This is an optimization exercise on Yosys and OpenROAD, whose aim is small area, a short achievable clock period and few clock cycles per item, not a production implementation.
In this exercise RTL edits were held to simulation tests only and were not proved equivalent to the original.

// tot_mulr
module tot_mulr (
    input  wire         clk,
    input  wire         rst,
    input  wire         start,
    input  wire [127:0] opd,
    input  wire [63:0]  opf,
    input  wire [5:0]   mexp,
    input  wire [1:0]   rmode,
    output reg          busy,
    output reg          done,
    output reg          refused,
    output reg  [3:0]   cause,
    output reg  [127:0] res
);
Size in the first run: ~5400 cells after synthesis, roughly 39000 um^2 of cells after synthesis.
==> flow/config.mk <==
export PLATFORM = sky130hd
export DESIGN_NAME = tot_mulr
export DESIGN_NICKNAME = tot_mulr
export VERILOG_FILES = /design/flow/design.v
export SDC_FILE = /design/flow/constraint.sdc
export NUM_CORES = 4
export LEC_CHECK = 0
export CAP_MARGIN = 20
export CORE_MARGIN = 2
export CORE_UTILIZATION = 40
export SLEW_MARGIN = 20
==> flow/constraint.sdc <==
create_clock -name core_clock -period 90.0 [get_ports {clk}]
set_input_delay 18.0000 -clock core_clock [delete_from_list [all_inputs] [get_ports {clk}]]
set_output_delay 18.0000 -clock core_clock [all_outputs]
set_load 0.01 [all_outputs]
standard.sh (not shown) runs the stock make flow with config.mk's settings and CLKGATE_MAP_FILE= SYNTH_SCRIPT=/design/flow/synth_recipe.tcl, a recipe that flattens the netlist after the stock synthesis.
==> flow/flow/run.sh <==
#!/bin/bash
# Own flow: the standard layout (standard.sh) with two changes:
#  - synthesis: Yosys's extract_fa/adder-cell mapping is skipped and ABC maps
#    for area (two rounds of choice computation and mapping with area
#    recovery); the synth wrapper (-nofsm -noshare, flatten, renames) is the
#    standard one;
#  - port buffers: every input and output still gets a buffer, but a buf_1
#    instead of the flow's default clkdlybuf4s50_1 delay cell.
# Floorplan, placement, CTS, routing and the constraints are the standard ones.
set -euo pipefail
W=$(pwd)
SCR="$FLOW_HOME/scripts"

# synthesis script: ORFS's synth.tcl without the adder step, area-oriented abc
python3 - "$SCR/synth.tcl" "$W/synth_custom.tcl" > "$W/flow_prep.log" 2>&1 <<'PY'
import sys
s = open(sys.argv[1]).read()
a = s.index("# Technology mapping of adders")
b = s.index("# Technology mapping of latches")
s = s[:a] + s[b:]
old = "  log_cmd abc {*}$abc_args"
assert old in s
script = ("+strash;&get,-n;&fraig,-x;&put;scorr;dc2;dretime;strash;&get,-n;&dch,-f;"
          "&nf,-R,300;&put;strash;&get,-n;&dch,-f;&nf,-R,300;&put")
s = s.replace(old, '  log_cmd abc -script {%s} {*}$lib_args {*}$lib_dont_use_args' % script)
open(sys.argv[2], "w").write(s)
PY

# the standard wrapper, sourcing the script above
sed "s#source \$::env(SCRIPTS_DIR)/synth.tcl#source $W/synth_custom.tcl#" \
    "$W/synth_recipe.tcl" > "$W/custom_synth.tcl"
grep -q "synth_custom.tcl" "$W/custom_synth.tcl"

# standard.sh with the synthesis script swapped and the port buffer cell set
sed -e "s#SYNTH_SCRIPT=[^ ]*#SYNTH_SCRIPT=$W/custom_synth.tcl#" \
    -e "s#CLKGATE_MAP_FILE= #CLKGATE_MAP_FILE= 'BUFFER_PORTS_ARGS=-buffer_cell sky130_fd_sc_hd__buf_1' #" \
    "$W/standard.sh" > "$W/custom_standard.sh"
grep -q "custom_synth.tcl" "$W/custom_standard.sh"
grep -q "BUFFER_PORTS_ARGS" "$W/custom_standard.sh"

bash "$W/custom_standard.sh" > "$W/flow_make.log" 2>&1
test -f "$W/out/final.def"
Testbench counts at the start, summed over its fixed seeds: cycles 38,874, items 3,200.
Edit:
--- a/flow/flow/run.sh
+++ b/flow/flow/run.sh
@@ -3,5 +3,4 @@
 #  - synthesis: Yosys's extract_fa/adder-cell mapping is skipped and ABC maps
-#    for area (two rounds of choice computation and mapping with area
-#    recovery); the synth wrapper (-nofsm -noshare, flatten, renames) is the
-#    standard one;
+#    with its default script (the synth wrapper with -nofsm -noshare, flatten
+#    and renames is the standard one);
 #  - port buffers: every input and output still gets a buffer, but a buf_1
@@ -13,3 +12,3 @@
 
-# synthesis script: ORFS's synth.tcl without the adder step, area-oriented abc
+# synthesis script: ORFS's synth.tcl without the adder step, plain abc
 python3 - "$SCR/synth.tcl" "$W/synth_custom.tcl" > "$W/flow_prep.log" 2>&1 <<'PY'
@@ -22,5 +21,3 @@
 assert old in s
-script = ("+strash;&get,-n;&fraig,-x;&put;scorr;dc2;dretime;strash;&get,-n;&dch,-f;"
-          "&nf,-R,300;&put;strash;&get,-n;&dch,-f;&nf,-R,300;&put")
-s = s.replace(old, '  log_cmd abc -script {%s} {*}$lib_args {*}$lib_dont_use_args' % script)
+s = s.replace(old, "  log_cmd abc {*}$lib_args {*}$lib_dont_use_args")
 open(sys.argv[2], "w").write(s)
Setup slack improves by 0.020 ns.
First-iteration DRC count decreases by 13%.
Worst hold slack improves by 0.030 ns.
Sequential cell count stays the same.
Core utilization decreases by 0.23 points.
Design area increases by 1.4%.
Fmax is about the same.
Edit:
--- a/flow/flow/run.sh
+++ b/flow/flow/run.sh
@@ -3,4 +3,5 @@
 #  - synthesis: Yosys's extract_fa/adder-cell mapping is skipped and ABC maps
-#    with its default script (the synth wrapper with -nofsm -noshare, flatten
-#    and renames is the standard one);
+#    for area (two rounds of choice computation and mapping with area
+#    recovery); the synth wrapper (-nofsm -noshare, flatten, renames) is the
+#    standard one;
 #  - port buffers: every input and output still gets a buffer, but a buf_1
@@ -12,3 +13,3 @@
 
-# synthesis script: ORFS's synth.tcl without the adder step, plain abc
+# synthesis script: ORFS's synth.tcl without the adder step, area-oriented abc
 python3 - "$SCR/synth.tcl" "$W/synth_custom.tcl" > "$W/flow_prep.log" 2>&1 <<'PY'
@@ -21,3 +22,5 @@
 assert old in s
-s = s.replace(old, "  log_cmd abc {*}$lib_args {*}$lib_dont_use_args")
+script = ("+strash;&get,-n;&fraig,-x;&put;scorr;dc2;dretime;strash;&get,-n;&dch,-f;"
+          "&nf,-R,300;&put;strash;&get,-n;&dch,-f;&nf,-R,300;&put")
+s = s.replace(old, '  log_cmd abc -script {%s} {*}$lib_args {*}$lib_dont_use_args' % script)
 open(sys.argv[2], "w").write(s)
--- a/flow/config.mk
+++ b/flow/config.mk
@@ -10,2 +10,4 @@
 export CORE_UTILIZATION = 40
+export CTS_CLUSTER_DIAMETER = 100
+export CTS_CLUSTER_SIZE = 20
 export SLEW_MARGIN = 20
Effect: Setup slack gets better by 0.031 ns; wire length falls slightly; clock skew grows by 0.019 ns; global-route usage rises by 0.77 points; via count climbs slightly; cell count increases slightly; sequential share of layout area climbs by 0.85 points.
Edit:
--- a/flow/config.mk
+++ b/flow/config.mk
@@ -10,4 +10,4 @@
 export CORE_UTILIZATION = 40
-export CTS_CLUSTER_DIAMETER = 100
-export CTS_CLUSTER_SIZE = 20
+export CTS_CLUSTER_DIAMETER = 120
+export CTS_CLUSTER_SIZE = 25
 export SLEW_MARGIN = 20
After rerunning:
- hold slack is about the same
- sequential share of layout area climbs by 0.22 points
- area after synthesis stays the same
- worst setup slack gains 0.022 ns
- cell area drops by about 0.8%
- sequential cell count stays the same
- wire length drops by 0.58%
- global-route usage drops by 0.29 points

---

Setup of v3:
Another version of the RTL of tot_mulr (not shown whole).
Size: roughly 5300 cells after synthesis, roughly 470 flip-flops, roughly 340 I/O pins, ~40000 µm² of cells after synthesis.
Settings: LEC_CHECK=0, CAP_MARGIN=20, CORE_MARGIN=2, CORE_UTILIZATION=40, CTS_CLUSTER_DIAMETER=100, CTS_CLUSTER_SIZE=20, SLEW_MARGIN=20; clock period 90.0 ns.
==> flow/flow/run.sh <==
#!/bin/bash
# Own flow: the standard layout (standard.sh) with two changes:
#  - synthesis: Yosys's extract_fa/adder-cell mapping is skipped and ABC maps
#    for area (two rounds of choice computation and mapping with area
#    recovery); the synth wrapper (-nofsm -noshare, flatten, renames) is the
#    standard one;
#  - port buffers: every input and output still gets a buffer, but a buf_1
#    instead of the flow's default clkdlybuf4s50_1 delay cell.
# Floorplan, placement, CTS, routing and the constraints are the standard ones.
set -euo pipefail
W=$(pwd)
SCR="$FLOW_HOME/scripts"

# synthesis script: ORFS's synth.tcl without the adder step, area-oriented abc
python3 - "$SCR/synth.tcl" "$W/synth_custom.tcl" > "$W/flow_prep.log" 2>&1 <<'PY'
import sys
s = open(sys.argv[1]).read()
a = s.index("# Technology mapping of adders")
b = s.index("# Technology mapping of latches")
s = s[:a] + s[b:]
old = "  log_cmd abc {*}$abc_args"
assert old in s
script = ("+strash;&get,-n;&fraig,-x;&put;scorr;dc2;dretime;strash;&get,-n;&dch,-f;"
          "&nf,-R,300;&put;strash;&get,-n;&dch,-f;&nf,-R,300;&put")
s = s.replace(old, '  log_cmd abc -script {%s} {*}$lib_args {*}$lib_dont_use_args' % script)
open(sys.argv[2], "w").write(s)
PY

# the standard wrapper, sourcing the script above
sed "s#source \$::env(SCRIPTS_DIR)/synth.tcl#source $W/synth_custom.tcl#" \
    "$W/synth_recipe.tcl" > "$W/custom_synth.tcl"
grep -q "synth_custom.tcl" "$W/custom_synth.tcl"

# standard.sh with the synthesis script swapped and the port buffer cell set
sed -e "s#SYNTH_SCRIPT=[^ ]*#SYNTH_SCRIPT=$W/custom_synth.tcl#" \
    -e "s#CLKGATE_MAP_FILE= #CLKGATE_MAP_FILE= 'BUFFER_PORTS_ARGS=-buffer_cell sky130_fd_sc_hd__buf_1' #" \
    "$W/standard.sh" > "$W/custom_standard.sh"
grep -q "custom_synth.tcl" "$W/custom_standard.sh"
grep -q "BUFFER_PORTS_ARGS" "$W/custom_standard.sh"

bash "$W/custom_standard.sh" > "$W/flow_make.log" 2>&1
test -f "$W/out/final.def"
Testbench counts of v3, summed over its fixed seeds: cycles 38,874, items 3,200.
diff inputs: v3 => v20
- removing CTS_CLUSTER_DIAMETER (formerly 100)
- removing CTS_CLUSTER_SIZE (formerly 20)
--- a/flow/flow/run.sh
+++ b/flow/flow/run.sh
@@ -3,5 +3,4 @@
 #  - synthesis: Yosys's extract_fa/adder-cell mapping is skipped and ABC maps
-#    for area (two rounds of choice computation and mapping with area
-#    recovery); the synth wrapper (-nofsm -noshare, flatten, renames) is the
-#    standard one;
+#    with its default script (the synth wrapper with -nofsm -noshare, flatten
+#    and renames is the standard one);
 #  - port buffers: every input and output still gets a buffer, but a buf_1
@@ -13,3 +12,3 @@
 
-# synthesis script: ORFS's synth.tcl without the adder step, area-oriented abc
+# synthesis script: ORFS's synth.tcl without the adder step, plain abc
 python3 - "$SCR/synth.tcl" "$W/synth_custom.tcl" > "$W/flow_prep.log" 2>&1 <<'PY'
@@ -22,5 +21,3 @@
 assert old in s
-script = ("+strash;&get,-n;&fraig,-x;&put;scorr;dc2;dretime;strash;&get,-n;&dch,-f;"
-          "&nf,-R,300;&put;strash;&get,-n;&dch,-f;&nf,-R,300;&put")
-s = s.replace(old, '  log_cmd abc -script {%s} {*}$lib_args {*}$lib_dont_use_args' % script)
+s = s.replace(old, "  log_cmd abc {*}$lib_args {*}$lib_dont_use_args")
 open(sys.argv[2], "w").write(s)
--- outcome ---
Wire length was higher in v20 than in v3. In the flow results for v20 and v3, the layout overhead on the synthesized area is smaller on v3. Register share of the cell area ended up 0.97 points lower on v20 than on v3.
Relative to v20, the following input files were edited for v34:
--- a/flow/flow/run.sh
+++ b/flow/flow/run.sh
@@ -3,4 +3,5 @@
 #  - synthesis: Yosys's extract_fa/adder-cell mapping is skipped and ABC maps
-#    with its default script (the synth wrapper with -nofsm -noshare, flatten
-#    and renames is the standard one);
+#    for area (two rounds of choice computation and mapping with area
+#    recovery); the synth wrapper (-nofsm -noshare, flatten, renames) is the
+#    standard one;
 #  - port buffers: every input and output still gets a buffer, but a buf_1
@@ -12,3 +13,3 @@
 
-# synthesis script: ORFS's synth.tcl without the adder step, plain abc
+# synthesis script: ORFS's synth.tcl without the adder step, area-oriented abc
 python3 - "$SCR/synth.tcl" "$W/synth_custom.tcl" > "$W/flow_prep.log" 2>&1 <<'PY'
@@ -21,3 +22,5 @@
 assert old in s
-s = s.replace(old, "  log_cmd abc {*}$lib_args {*}$lib_dont_use_args")
+script = ("+strash;&get,-n;&fraig,-x;&put;scorr;dc2;dretime;strash;&get,-n;&dch,-f;"
+          "&nf,-R,300;&put;strash;&get,-n;&dch,-f;&nf,-R,300;&put")
+s = s.replace(old, '  log_cmd abc -script {%s} {*}$lib_args {*}$lib_dont_use_args' % script)
 open(sys.argv[2], "w").write(s)
Results
Compared with v20, in v34 async set or reset register ratio after synthesis neither gained nor lost much; final cell count picked up an extra 1.1%; final design instance area without fill lost 960 µm².
Between v20 and v34, the flow reports synthesized cell count increasing by a few percent.
Comparing v34 with v20, the maximum achievable frequency came out essentially unchanged.
Going from v20 to v34, the final worst setup slack was found to have gone up by 0.047 ns.
v34 vs v20 — area of the die dropped about 1.7%.
The final reports for v34 and v20 show share of layout cells above drive strength 1 lower in the former.
Of v34 and v20, the higher final-layout clock buffer total belongs to v34.

---

Another version of the RTL of tot_mulr (not shown whole).
For scale: roughly 5,600 cells after synthesis, roughly 470 flip-flops, about 340 I/O pins, ~43,000 um^2 of cells after synthesis.
clock: 90.0 ns
lec_check: 0
cap_margin: 20
core_margin: 2
core_utilization: 40
cts_buf_list: sky130_fd_sc_hd__clkbuf_4 sky130_fd_sc_hd__clkbuf_8
slew_margin: 20
==> flow/flow/run.sh <==
#!/bin/bash
# Own flow: the standard layout (standard.sh) with two changes:
#  - synthesis: Yosys's extract_fa/adder-cell mapping is skipped and ABC maps
#    with its default script (the synth wrapper with -nofsm -noshare, flatten
#    and renames is the standard one);
#  - port buffers: every input and output still gets a buffer, but a buf_1
#    instead of the flow's default clkdlybuf4s50_1 delay cell.
# Floorplan, placement, CTS, routing and the constraints are the standard ones.
set -euo pipefail
W=$(pwd)
SCR="$FLOW_HOME/scripts"

# synthesis script: ORFS's synth.tcl without the adder step, plain abc
python3 - "$SCR/synth.tcl" "$W/synth_custom.tcl" > "$W/flow_prep.log" 2>&1 <<'PY'
import sys
s = open(sys.argv[1]).read()
a = s.index("# Technology mapping of adders")
b = s.index("# Technology mapping of latches")
s = s[:a] + s[b:]
old = "  log_cmd abc {*}$abc_args"
assert old in s
s = s.replace(old, "  log_cmd abc {*}$lib_args {*}$lib_dont_use_args")
open(sys.argv[2], "w").write(s)
PY

# the standard wrapper, sourcing the script above
sed "s#source \$::env(SCRIPTS_DIR)/synth.tcl#source $W/synth_custom.tcl#" \
    "$W/synth_recipe.tcl" > "$W/custom_synth.tcl"
grep -q "synth_custom.tcl" "$W/custom_synth.tcl"

# standard.sh with the synthesis script swapped and the port buffer cell set
sed -e "s#SYNTH_SCRIPT=[^ ]*#SYNTH_SCRIPT=$W/custom_synth.tcl#" \
    -e "s#CLKGATE_MAP_FILE= #CLKGATE_MAP_FILE= 'BUFFER_PORTS_ARGS=-buffer_cell sky130_fd_sc_hd__buf_1' #" \
    "$W/standard.sh" > "$W/custom_standard.sh"
grep -q "custom_synth.tcl" "$W/custom_standard.sh"
grep -q "BUFFER_PORTS_ARGS" "$W/custom_standard.sh"

bash "$W/custom_standard.sh" > "$W/flow_make.log" 2>&1
test -f "$W/out/final.def"
Testbench counts at the start, summed over its fixed seeds: cycles 38,874, items 3,200.
Edit:
--- a/flow/flow/run.sh
+++ b/flow/flow/run.sh
@@ -4,2 +4,3 @@
-#    with its default script (the synth wrapper with -nofsm -noshare, flatten
-#    and renames is the standard one);
+#    for area (two rounds of choice computation and mapping with area
+#    recovery); the synth wrapper (-nofsm -noshare, flatten, renames) is the
+#    standard one;
@@ -13 +14 @@
-# synthesis script: ORFS's synth.tcl without the adder step, plain abc
+# synthesis script: ORFS's synth.tcl without the adder step, area-oriented abc
@@ -22 +23,3 @@
-s = s.replace(old, "  log_cmd abc {*}$lib_args {*}$lib_dont_use_args")
+script = ("+strash;&get,-n;&fraig,-x;&put;scorr;dc2;dretime;strash;&get,-n;&dch,-f;"
+          "&nf,-R,300;&put;strash;&get,-n;&dch,-f;&nf,-R,300;&put")
+s = s.replace(old, '  log_cmd abc -script {%s} {*}$lib_args {*}$lib_dont_use_args' % script)
CTS_BUF_LIST = unset   (was sky130_fd_sc_hd__clkbuf_4 sky130_fd_sc_hd__clkbuf_8)
=> Cell count drops slightly; wire length came out higher slightly; non-clock buffer count rose by 9.

static timing again, ports no longer ideal:
No port has a modelled driver above. Below, the same layouts with a new extraction and two added sets of constraints.
Step 1 sets driving cells, clkbuf_16 on the clock port and buf_2 on the other inputs (assumed; they add their load-dependent delay and slew).
Step 2 moves the port delays by t, midway between the first and last clock arrival at a register: inputs arrive t later, outputs are due t later. That takes back most of the time a late clock gives input paths.
a / b / c = ideal / step 1 / step 2; a / b = the first two.
run | shift t [ns] | setup slack, ns | worst setup path at the end | worst slew at a driven data input, ns | pins driven straight from the clock port
the first run of note 1 | 0.766 | 70.488 / 70.410 / 70.263 | input to register | 0.12 | 1
the second run of note 1 | 0.734 | 70.508 / 70.439 / 70.597 | input to register | 0.06 | 1
the third run of note 1 | 0.714 | 70.539 / 70.463 / 70.250 | input to register | 0.12 | 1
the fourth run of note 1 | 0.713 | 70.561 / 70.489 / 70.273 | input to register | 0.12 | 1
v3 | 0.693 | 70.721 / 70.647 / 70.107 | input to register | 0.09 | 1
v20 | 0.740 | 70.628 / 70.557 / 70.020 | input to register | 0.08 | 1
v34 | 0.740 | 70.675 / 70.602 / 70.080 | input to register | 0.09 | 1
the first run of note 3 | 0.844 | 70.393 / 70.319 / 70.084 | input to register | 0.07 | 1
the second run of note 3 | 0.752 | 70.747 / 70.671 / 70.410 | input to register | 0.07 | 1
After both steps every run listed still meets setup and hold. For v3, which loses most, drivers alone change the setup slack by -0.074 ns; drivers and shift together by -0.614 ns.
